Context: an optimization exercise on an open-source flow, tuned for a short achievable clock period and few clock cycles per item. The choices shown serve that exercise and are no tape-out recipe.
Only simulation tests tie the RTL to the original design; equivalence was not proved.
Power is estimated from default activity; no workload was simulated.

## config.mk

```make
export PLATFORM = sky130hd
export DESIGN_NAME = filt_chain
export DESIGN_NICKNAME = filt_chain
export VERILOG_FILES = /design/flow/design.v
export SDC_FILE = /design/flow/constraint.sdc
export NUM_CORES = 4
export LEC_CHECK = 0
export CAP_MARGIN = 20
export CORE_MARGIN = 2
export CORE_UTILIZATION = 40
export PLACE_DENSITY = 0.6
export SLEW_MARGIN = 20
```

## constraint.sdc

```tcl
create_clock -name core_clock -period 13.0 [get_ports {clk}]
set_input_delay 2.6000 -clock core_clock [delete_from_list [all_inputs] [get_ports {clk}]]
set_output_delay 2.6000 -clock core_clock [all_outputs]
set_load 0.01 [all_outputs]
```

## design.v

```verilog
module filt_chain (
    input  wire        clk,
    input  wire        rst,
    input  wire        restart,
    input  wire [1:0]  cfg_nstage,    
    input  wire [43:0] cfg_len,       
    input  wire [43:0] cfg_dec,       
    input  wire [19:0] cfg_shift,     
    input  wire        cfg_trunc,     
    input  wire        in_valid,
    output wire        in_ready,
    input  wire [31:0] in_data,
    input  wire        in_missing,
    input  wire        in_invalid,
    input  wire        in_simulated,
    output reg         out_valid,
    output reg  [31:0] out_data,
    output reg         out_sat,
    output reg         out_missing,
    output reg         out_invalid,
    output reg         out_simulated,
    output wire        mem_rd_en,
    output wire [11:0] mem_rd_addr,
    input  wire [35:0] mem_rd_data,
    output wire        mem_wr_en,
    output wire [11:0] mem_wr_addr,
    output wire [35:0] mem_wr_data
);
    localparam [1:0] S_IDLE = 2'd0, S_ACCESS = 2'd1, S_UPDATE = 2'd2;
    reg [1:0]  state;
    reg [1:0]  stg;           
    reg [31:0] x;             
    reg [3:0]  xf;            
    reg signed [47:0] acc   [0:3];
    reg [10:0] cnt_sat [0:3];
    reg [10:0] cnt_mis [0:3];
    reg [10:0] cnt_inv [0:3];
    reg [10:0] cnt_sim [0:3];
    reg [10:0] fill    [0:3];    
    reg [9:0]  ptr     [0:3];    
    reg [10:0] dcnt    [0:3];    
    wire [10:0] len   = cfg_len[stg*11 +: 11];
    wire [10:0] dec   = cfg_dec[stg*11 +: 11];
    wire [4:0]  shift = cfg_shift[stg*5 +: 5];
    assign in_ready = (state == S_IDLE) && !rst && !restart;
    assign mem_rd_en   = (state == S_ACCESS);
    assign mem_rd_addr = {stg, ptr[stg]};
    assign mem_wr_en   = (state == S_ACCESS);
    assign mem_wr_addr = {stg, ptr[stg]};
    assign mem_wr_data = {xf, x};
    wire        old_init = (fill[stg] < len);
    wire [31:0] old_val  = old_init ? 32'd0 : mem_rd_data[31:0];
    wire [3:0]  old_f    = old_init ? 4'b0100 : mem_rd_data[35:32];
    wire signed [47:0] acc_new = acc[stg] + {{16{x[31]}}, x}
                                          - {{16{old_val[31]}}, old_val};
    wire [10:0] cs_new = cnt_sat[stg] + {10'd0, xf[0]} - {10'd0, old_f[0]};
    wire [10:0] cm_new = cnt_mis[stg] + {10'd0, xf[1]} - {10'd0, old_f[1]};
    wire [10:0] ci_new = cnt_inv[stg] + {10'd0, xf[2]} - {10'd0, old_f[2]};
    wire [10:0] cv_new = cnt_sim[stg] + {10'd0, xf[3]} - {10'd0, old_f[3]};
    wire signed [47:0] rnd     = (shift == 5'd0 || cfg_trunc) ? 48'sd0
                                 : (48'sd1 <<< (shift - 5'd1));
    wire signed [47:0] shifted = (acc_new + rnd) >>> shift;
    wire sat_hi = (shifted > 48'sh0000_7FFF_FFFF);
    wire sat_lo = (shifted < -48'sh0000_8000_0000);
    wire [31:0] y  = sat_hi ? 32'h7FFF_FFFF
                   : sat_lo ? 32'h8000_0000 : shifted[31:0];
    wire [3:0]  yf = {cv_new != 11'd0, ci_new != 11'd0, cm_new != 11'd0,
                      (cs_new != 11'd0) | sat_hi | sat_lo};
    wire out_now = (dcnt[stg] == dec - 11'd1);
    wire last    = (stg == cfg_nstage);
    integer i;
    always @(posedge clk) begin
        out_valid <= 1'b0;
        if (rst || restart) begin
            state <= S_IDLE;
            stg   <= 2'd0;
            for (i = 0; i < 4; i = i + 1) begin
                acc[i]     <= 48'sd0;
                cnt_sat[i] <= 11'd0;
                cnt_mis[i] <= 11'd0;
                cnt_inv[i] <= cfg_len[i*11 +: 11];
                cnt_sim[i] <= 11'd0;
                fill[i]    <= 11'd0;
                ptr[i]     <= 10'd0;
                dcnt[i]    <= 11'd0;
            end
        end else begin
            case (state)
                S_IDLE: begin
                    if (in_valid) begin
                        x     <= in_data;
                        xf    <= {in_simulated, in_invalid, in_missing, 1'b0};
                        stg   <= 2'd0;
                        state <= S_ACCESS;
                    end
                end
                S_ACCESS: begin
                    state <= S_UPDATE;
                end
                S_UPDATE: begin
                    acc[stg]     <= acc_new;
                    cnt_sat[stg] <= cs_new;
                    cnt_mis[stg] <= cm_new;
                    cnt_inv[stg] <= ci_new;
                    cnt_sim[stg] <= cv_new;
                    if (old_init)
                        fill[stg] <= fill[stg] + 11'd1;
                    ptr[stg] <= ({1'b0, ptr[stg]} == len - 11'd1) ? 10'd0
                                                                    : ptr[stg] + 10'd1;
                    if (out_now) begin
                        dcnt[stg] <= 11'd0;
                        if (last) begin
                            out_valid     <= 1'b1;
                            out_data      <= y;
                            out_sat       <= yf[0];
                            out_missing   <= yf[1];
                            out_invalid   <= yf[2];
                            out_simulated <= yf[3];
                            state         <= S_IDLE;
                        end else begin
                            x     <= y;
                            xf    <= yf;
                            stg   <= stg + 2'd1;
                            state <= S_ACCESS;
                        end
                    end else begin
                        dcnt[stg] <= dcnt[stg] + 11'd1;
                        state     <= S_IDLE;
                    end
                end
                default: state <= S_IDLE;
            endcase
        end
    end
endmodule
```

## run.sh

```bash
#!/bin/bash
# synth_recipe.tcl (not shown) runs the flow's synth.tcl, then flattens the netlist and writes it again
# the make line also repeats each setting of config.mk as NAME=value (left out here)
make -C /OpenROAD-flow-scripts/flow DESIGN_CONFIG=/design/flow/config.mk WORK_HOME=/design/flow/orfs CLKGATE_MAP_FILE= SYNTH_SCRIPT=/design/flow/synth_recipe.tcl finish
```

==> qor.yml <==
finish:
  design_area_um2: 44900
  layout.cells.non_filler: 5204
  post-route-util: 0.481
  nFillCells: 8671
  nNetsFinal: 4285
  drive_gt1_frac: 0.136
  syn_to_final_growth_pct: 19.3
  diodes: 0
yosys:
  async_flop_share: 0
  ys_types: 95
  synth_cells: 3590
  synthTopCellsByCount: "edfxtp_1, nor2_1, nand2_1, inv_1, a21oi_1"
  yosysWarnings: 1
  synth_edf_count: 568
  synth_top_area_share: 0.453
  synth_area_per_cell_um2: 10.5
  yosysMostFrequentCell: "edfxtp_1"
  synthTopCellsByArea: "edfxtp_1, mux4_2, nor2_1, ha_1, nand2_1"
  ys_ff_latch: 575
  yosys.area.top_type: "edfxtp_1"
  synthesis.nets: 3968
  yosysSeqAreaShare: 0.457
  syn_area_um2: 37700
  synth-main-ff-cell: "edfxtp_1"
timing:
  fmax_mhz: 80.4
  layout_min_cycle_time_ns: 12.44
  tightestPinTransition_ns: 1.13
  slew_violations: 0
  setup-tns-final_ns: 0
  setup_ws_ns: 0.562
  fin_skew_ns: 0.0300
  setup_violations: 0
  slew_headroom: 0.249
  hold_slack_ns: 0.577
  post-route-period-util: 0.957
  hold_violations: 0
die:
  rows: 112
  start_util: 0.403
  fp.dieW_um: 311
  die_height_um: 311
  die-area_um2: 96600
  io_pins: 286
  core_um2: 93300
clock_network:
  cts_buffer_depth: 3
  cts_buffers: 66
  h-tree-depth: 3
  path_clk_slew_ns: 0.06
  numClockSinks: 575
  clock_latency_ns: 0.62
  root_buffer: "clkbuf_16"
  cts_hold_buf: 0
  cts_tree: "built"
  cts_setup_buffers: 0
worst_hold_path:
  hold_class: "reg2reg"
setup_path:
  startpoint_type: "primary input"
  regToRegEndpoint: "x[17]$_DFFE_PP_"
  r2r.worst_path.cells: 46
  crit_arrival_ns: 12.85
  cp-endpoint: "x[17]$_DFFE_PP_"
  critical_path_class: "in2reg"
  cp-end-kind: "register"
  cp.required_ns: 13.41
  critPathMaxStageDelay_ns: 0.50
  cp_max_fo: 31
  crit_start: "cfg_len[34]"
  slowest_stage: "fa_1"
  rrSetupSlack_ns: 2.21
pwr:
  ir_drop_v: 0.0000801
  power_mw: 5.80
  p_leak_nw: 17.7
  powerDensity_nw_per_um2: 129
global_route:
  grtUsageTotal: 0.257
  grt_remaining_overflow: 0
  grt_antenna_before_repair: 0
  grt_max_degree: 67
  grt_pass1_vias: 29800
  grt_pass1_wl_um: 188000
route:
  ant_nets: 0
  firstDrtPassIters: 5
  drt-initial-drc-count: 2947
  wl_um: 127000
  wire_per_inst_um: 24.5
  avgViaCountPerCell: 5.83
  num_vias: 30300
  drcViolationCount: 0
place:
  placed_cell_area_um2: 42800
  routabilityCongestion: 1.00
  dp_hpwl_um: 90500
  post-place-ws_ns: -0.0689
  io_buffer_count: 285
  post-place-cells: 5092
flow_run:
  max-cap-violations: 0
outcome:
  status: "complete, no violations"
-- layer usage --
layer | vias to the layer above | GRT usage | share of wire | wire length [um]
met4 | 0 | 0.104 | 0.041 | 5200
met1 | 15000 | 0.339 | 0.41 | 51600
li1 | 13700 | - | - | -
met5 | - | 0 | 0 | 0
met3 | 268 | 0.0388 | 0.081 | 10300
met2 | 1375 | 0.424 | 0.47 | 60200
-- placed cells by master (no fill, tap or decap), types with 75 or more instances in the layout --
cell,Yosys,final
o21ai_0,165,155
nor2_1,526,520
buf_4,17,176
a21oi_1,175,174
ha_1,140,140
mux4_2,145,145
edfxtp_1,568,568
clkdlybuf4s50_1,0,285
xnor2_1,90,90
nand2_1,343,337
nand3_1,87,87
inv_1,226,226
mux2i_1,75,75
-- sequential cells by signal, summed over array words and instances, names as in the netlist, 2 cells and up, named ones only --
signal / count
fill: 44
stg: 2
cnt_inv: 44
xf: 4
state: 2
cnt_sim: 44
out_data: 32
dcnt: 44
cnt_sat: 44
x: 32
ptr: 40
cnt_mis: 44
acc: 192
-- worst max-delay path: cells and delay by family --
family                   cells  cell delay [ns]
multiplexers                 2             0.67
adder cells (fa/ha/maj)      4             1.50
AO/OA/AOI/OAI               16             3.50
XOR/XNOR                     1             0.19
AND/OR/NAND/NOR             16             2.62
buffers and inverters        9             1.76
-- timing repair --
action,4_1_cts,5_1_grt
resized for setup,0,25
setup endpoints to repair,0,64
hold endpoints to repair,0,0
-- power breakdown --
| part | internal, mW | leakage [nW] | switching (mW) |
|---|---|---|---|
| combinational | 0.692 | 10.5 | 1.13 |
| sequential | 2.12 | 6.21 | 0.0254 |
| clock | 1.06 | 1.01 | 0.776 |
-- final cells by class --
class	instances	area (um2)	area share
Clock buffer	77	1710	0.0382
Tap cell	1254	1570	0.0349
Clock inverter	34	344	0.00766
Sequential cell	575	17200	0.383
Multi-Input combinational cell	2570	18900	0.422
Inverter	227	855	0.0190
Timing Repair Buffer	467	4290	0.0954
-- how the worst min path moves through the flow --
stage                                 end  slack [ns]             startpoint  depth (start not counted)
CTS                 state[1]$_SDFFE_PP0P_        0.57  state[0]$_SDFFE_PP0P_                          1
floorplan           state[1]$_SDFFE_PP0P_        0.49  state[0]$_SDFFE_PP0P_                          1
finish              state[1]$_SDFFE_PP0P_        0.58  state[0]$_SDFFE_PP0P_                          1
detailed placement  state[1]$_SDFFE_PP0P_        0.57  state[0]$_SDFFE_PP0P_                          1
global placement    state[1]$_SDFFE_PP0P_        0.56  state[0]$_SDFFE_PP0P_                          1
global route        state[1]$_SDFFE_PP0P_        0.60  state[0]$_SDFFE_PP0P_                          1
-- cells by family (layout without fill, tap and decap cells) --
group	Yosys count	count (layout)	share of synthesized area
simple gates	1305	1305	0.158
compound gates	670	670	0.113
flops	575	575	0.457
buf+inv	445	805	0.0470
mux	240	240	0.113
fa+ha+maj	192	192	0.0742
xor+xnor	162	162	0.0379
other cells	1	1	0.0000996
Testbench counts, summed over its fixed seeds: cycles 490,117, items 118,615.

[what the ideal ports hide]
The flow's constraints put no driver on any port. The routed layout listed below was extracted and timed again, unchanged, in two steps.
Step 1 sets driving cells, clkbuf_16 on the clock port and buf_2 on the other inputs (assumed; they add their load-dependent delay and slew).
Step 2 times the ports against the registers' clock, not the clock port: input delays grow and output delays shrink by t, the midpoint of the rising clock arrivals with the driver on.
Three values: no drivers, after step 1, after step 2; two values: the first two.
t (ns): 0.673
slack for setup (ns): 0.562 / 0.603 / -0.070
worst hold slack (ns): 0.577 / 0.577 / 0.577
With both steps, setup timing fails in this run, where it was met with ideal ports. For this run, drivers alone change the setup slack by +0.041 ns; drivers and shift together by -0.632 ns.
